From an optimization exercise on the open Yosys and OpenROAD flow, aimed at small area and a short achievable clock period; shortcuts taken in it are not production practice. Function was checked by simulation only, so behaviour that the tests miss may differ from the original.

==> violet: inputs <==
Design fpfma, start of the top module:
module fpfma (
    input  wire        clk,
    input  wire [2:0]  op,
    input  wire [31:0] a,
    input  wire [31:0] b,
    input  wire [31:0] c,
    output reg  [31:0] result,
    output reg  [4:0]  flags
);
clock: 26.0 ns
lec_check: 0
abc_area: 1
cap_margin: 20
core_margin: 2
core_utilization: 55
slew_margin: 20
standard.sh (not shown) runs the stock make flow with config.mk's settings and CLKGATE_MAP_FILE= SYNTH_SCRIPT=/design/flow/synth_recipe.tcl, a recipe that flattens the netlist after the stock synthesis.
==> flow/flow/run.sh <==
#!/bin/bash
# The standard layout (the standard.sh: its synthesis, floorplan, power
# grid and constraints unchanged) with two changes to how it optimises:
#  - repair_timing is asked to keep a larger setup margin, so that it sizes
#    up the datapath beyond what the 26 ns clock asks for;
#  - every input and output port still gets its own buffer, but a buf_4
#    instead of the delay buffer buffer_ports picks by default.
# The whole make output goes to standard_flow.log.
set -o pipefail
bash standard.sh "BUFFER_PORTS_ARGS=-buffer_cell sky130_fd_sc_hd__buf_2" SETUP_SLACK_MARGIN=9 finish > standard_flow.log 2>&1
==> inputs of raven, as changes to violet <==
--- a/flow/flow/run.sh
+++ b/flow/flow/run.sh
@@ -8,3 +8,3 @@
 # The whole make output goes to standard_flow.log.
 set -o pipefail
-bash standard.sh "BUFFER_PORTS_ARGS=-buffer_cell sky130_fd_sc_hd__buf_2" SETUP_SLACK_MARGIN=9 finish > standard_flow.log 2>&1
+bash standard.sh "BUFFER_PORTS_ARGS=-buffer_cell sky130_fd_sc_hd__buf_4" SETUP_SLACK_MARGIN=9 finish > standard_flow.log 2>&1
Settings changed: CORE_UTILIZATION 55 to 60.
==> inputs of fjord, as changes to violet <==
--- a/flow/flow/run.sh
+++ b/flow/flow/run.sh
@@ -8,3 +8,3 @@
 # The whole make output goes to standard_flow.log.
 set -o pipefail
-bash standard.sh "BUFFER_PORTS_ARGS=-buffer_cell sky130_fd_sc_hd__buf_2" SETUP_SLACK_MARGIN=9 finish > standard_flow.log 2>&1
+bash standard.sh "BUFFER_PORTS_ARGS=-buffer_cell sky130_fd_sc_hd__buf_4" SETUP_SLACK_MARGIN=9 finish > standard_flow.log 2>&1
Settings changed: CORE_UTILIZATION 55 to 50.
==> run notes <==
- fjord went through all stages and came out clean. violet completed with no timing, DRC or antenna violations. raven completed with no timing, DRC or antenna violations.
- Against fjord, the count of clock-buffer cells in the layout of violet is lower by 1.
- In sequential cell count, raven and fjord do not differ.
- The highest via count belongs to raven, the lowest to fjord.
- In area after synthesis, raven and violet do not differ.
- Cell area, highest first: fjord, raven, violet.

==> try-umber: inputs <==
Another version of the RTL of fpfma (not shown whole).
Settings: LEC_CHECK=0, ABC_AREA=1, CAP_MARGIN=20, CORE_MARGIN=2, CORE_UTILIZATION=60, SETUP_SLACK_MARGIN=5, SLEW_MARGIN=20; clock period 26.0 ns.
run.sh (not shown) runs the stock make flow with config.mk's settings and CLKGATE_MAP_FILE= SYNTH_SCRIPT=/design/flow/synth_recipe.tcl, a recipe that flattens the netlist after the stock synthesis.
Stock flow here: none of the scripts above is used.
==> try-indigo (differences from try-umber) <==
==> flow/flow/run.sh (new file) <==
#!/bin/bash
# The standard layout (the standard.sh: its synthesis, floorplan, power
# grid and constraints unchanged) with two changes to how it optimises:
#  - repair_timing is asked to keep a larger setup margin, so that it sizes
#    up the datapath beyond what the 26 ns clock asks for;
#  - every input and output port still gets its own buffer, but a buf_4
#    instead of the delay buffer buffer_ports picks by default.
# The whole make output goes to standard_flow.log.
set -o pipefail
bash standard.sh "BUFFER_PORTS_ARGS=-buffer_cell sky130_fd_sc_hd__buf_4" SETUP_SLACK_MARGIN=9 finish > standard_flow.log 2>&1
==> flow/standard.sh (new file) <==
#!/bin/bash
# synth_recipe.tcl (not shown) runs the flow's synth.tcl, then flattens the netlist and writes it again
# the make line also repeats each setting of config.mk as NAME=value (left out here)
make -C /OpenROAD-flow-scripts/flow DESIGN_CONFIG=/design/flow/config.mk WORK_HOME=/design/flow/orfs CLKGATE_MAP_FILE= SYNTH_SCRIPT=/design/flow/synth_recipe.tcl "${@:-finish}"
SETUP_SLACK_MARGIN = unset   (was 5)
removed: flow/run.sh
==> results_dict.tcl <==
set metrics [dict create \
    worstHoldStart "c[22]" \
    crit_path_max_incr_delay_ns 0.70 \
    wl_met2_mm 52.1 \
    grtUsageMet1 0.603 \
    status "finished clean" \
    grt_pass1_wl_mm 187 \
    final_cell_count_no_fill 5511 \
    buf_share 0.0576 \
]
That was try-umber.
==> results_dict.tcl <==
set metrics [dict create \
    worstHoldStart "a[31]" \
    buf_share 0.0766 \
    wl_met2_mm 54.7 \
    port_buffers 135 \
    finalCritPeriodShare 0.645 \
    hold_depth 4 \
    status "finished clean" \
    grt_pass1_wl_mm 197 \
    crit_path_max_incr_delay_ns 0.64 \
    synth_ff_type "dfxtp_1" \
    grtUsageMet1 0.629 \
]
That was try-indigo.

==> exp/maple <==
RTL: one of the versions met above, not the one the previous note started from.
export LEC_CHECK = 0
export ABC_AREA = 1
export CAP_MARGIN = 20
export CORE_MARGIN = 2
export CORE_UTILIZATION = 60
export SLEW_MARGIN = 20
create_clock -name core_clock -period 26.0 [get_ports {clk}]
standard.sh (not shown) runs the stock make flow with config.mk's settings and CLKGATE_MAP_FILE= SYNTH_SCRIPT=/design/flow/synth_recipe.tcl, a recipe that flattens the netlist after the stock synthesis.
==> flow/flow/run.sh <==
#!/bin/bash
# The standard layout (the standard.sh: its synthesis, floorplan, power
# grid and constraints unchanged) with two changes to how it optimises:
#  - repair_timing is asked to keep a larger setup margin, so that it sizes
#    up the datapath beyond what the 26 ns clock asks for;
#  - every input and output port still gets its own buffer, but a buf_4
#    instead of the delay buffer buffer_ports picks by default.
# The whole make output goes to standard_flow.log.
set -o pipefail
bash standard.sh "BUFFER_PORTS_ARGS=-buffer_cell sky130_fd_sc_hd__buf_4" SETUP_SLACK_MARGIN=8.5 finish > standard_flow.log 2>&1
==> exp/umber (differences from exp/maple) <==
--- a/flow/flow/run.sh
+++ b/flow/flow/run.sh
@@ -9,2 +9,2 @@
 set -o pipefail
-bash standard.sh "BUFFER_PORTS_ARGS=-buffer_cell sky130_fd_sc_hd__buf_4" SETUP_SLACK_MARGIN=8.5 finish > standard_flow.log 2>&1
+bash standard.sh "BUFFER_PORTS_ARGS=-buffer_cell sky130_fd_sc_hd__buf_4" SETUP_SLACK_MARGIN=9 finish > standard_flow.log 2>&1
- CORE_UTILIZATION: 60 -> 55
==> qor summary <==
                                                                      exp/maple       exp/umber
Number of logic stages on the critical path including buffering              65              57
Critical Path Fanout Max                                                     44              33
Post-cts gate resize count                                                   57              89
Tightest Pin Transition                                                 1240 ps         1190 ps
Tapcells inserted                                                           672             704
Post-detailed-placement half-perimeter wirelength                       95.0 mm         96.9 mm
Final critical-path share of the clock period                             0.649           0.637
Vias per cell                                                              6.44            6.32
Fraction of standard cell area that is sequential                        0.0217          0.0215
Max-slew headroom at the worst pin                                        0.161           0.205
Worst EP arrival                                                       17090 ps        16680 ps
First-pass detailed-route iteration total                                    12              10
Run status                                                       finished clean  finished clean
Total via count after detailed routing                                    34500           34000

[separate check: timing with driven ports]
Ports are ideal in the flow. The routed layouts listed here were re-timed in OpenROAD. Step 1, drivers: a clkbuf_16 drives clk and a buf_2 each remaining input, both assumed. Step 2, shift: input delay + t, output delay - t, t = (earliest + latest rising clock arrival at the registers) / 2. This alone moves slack from input paths to output paths. Slacks: ideal / step 1 / step 2; pairs: ideal / step 1.
run | t, ns | setup slack, ns | hold WS [ns] | clock arrival spread, ns | worst data-port slew with drivers (ns)
violet | 0.309 | 9.420 / 9.430 / 9.121 | 5.347 / 5.337 / 5.617 | 0.007 / 0.008 | 0.07
raven | 0.307 | 9.391 / 9.395 / 9.088 | 5.319 / 5.317 / 5.618 | 0.006 / 0.006 | 0.07
fjord | 0.304 | 9.272 / 9.278 / 8.974 | 5.395 / 5.391 / 5.621 | 0.006 / 0.007 | 0.07
try-umber | 0.310 | 5.994 / 6.004 / 5.694 | 5.821 / 5.824 / 5.952 | 0.009 / 0.008 | 0.08
try-indigo | 0.316 | 9.224 / 9.212 / 8.896 | 5.473 / 5.465 / 5.606 | 0.008 / 0.008 | 0.07
exp/maple | 0.306 | 9.117 / 9.104 / 8.797 | 5.313 / 5.312 / 5.618 | 0.004 / 0.005 | 0.06
exp/umber | 0.306 | 9.436 / 9.438 / 9.132 | 5.344 / 5.342 / 5.617 | 0.003 / 0.004 | 0.09
After both steps setup and hold are still met in every run listed. For try-indigo, which loses most, drivers alone change the setup slack by -0.012 ns; drivers and shift together by -0.328 ns.
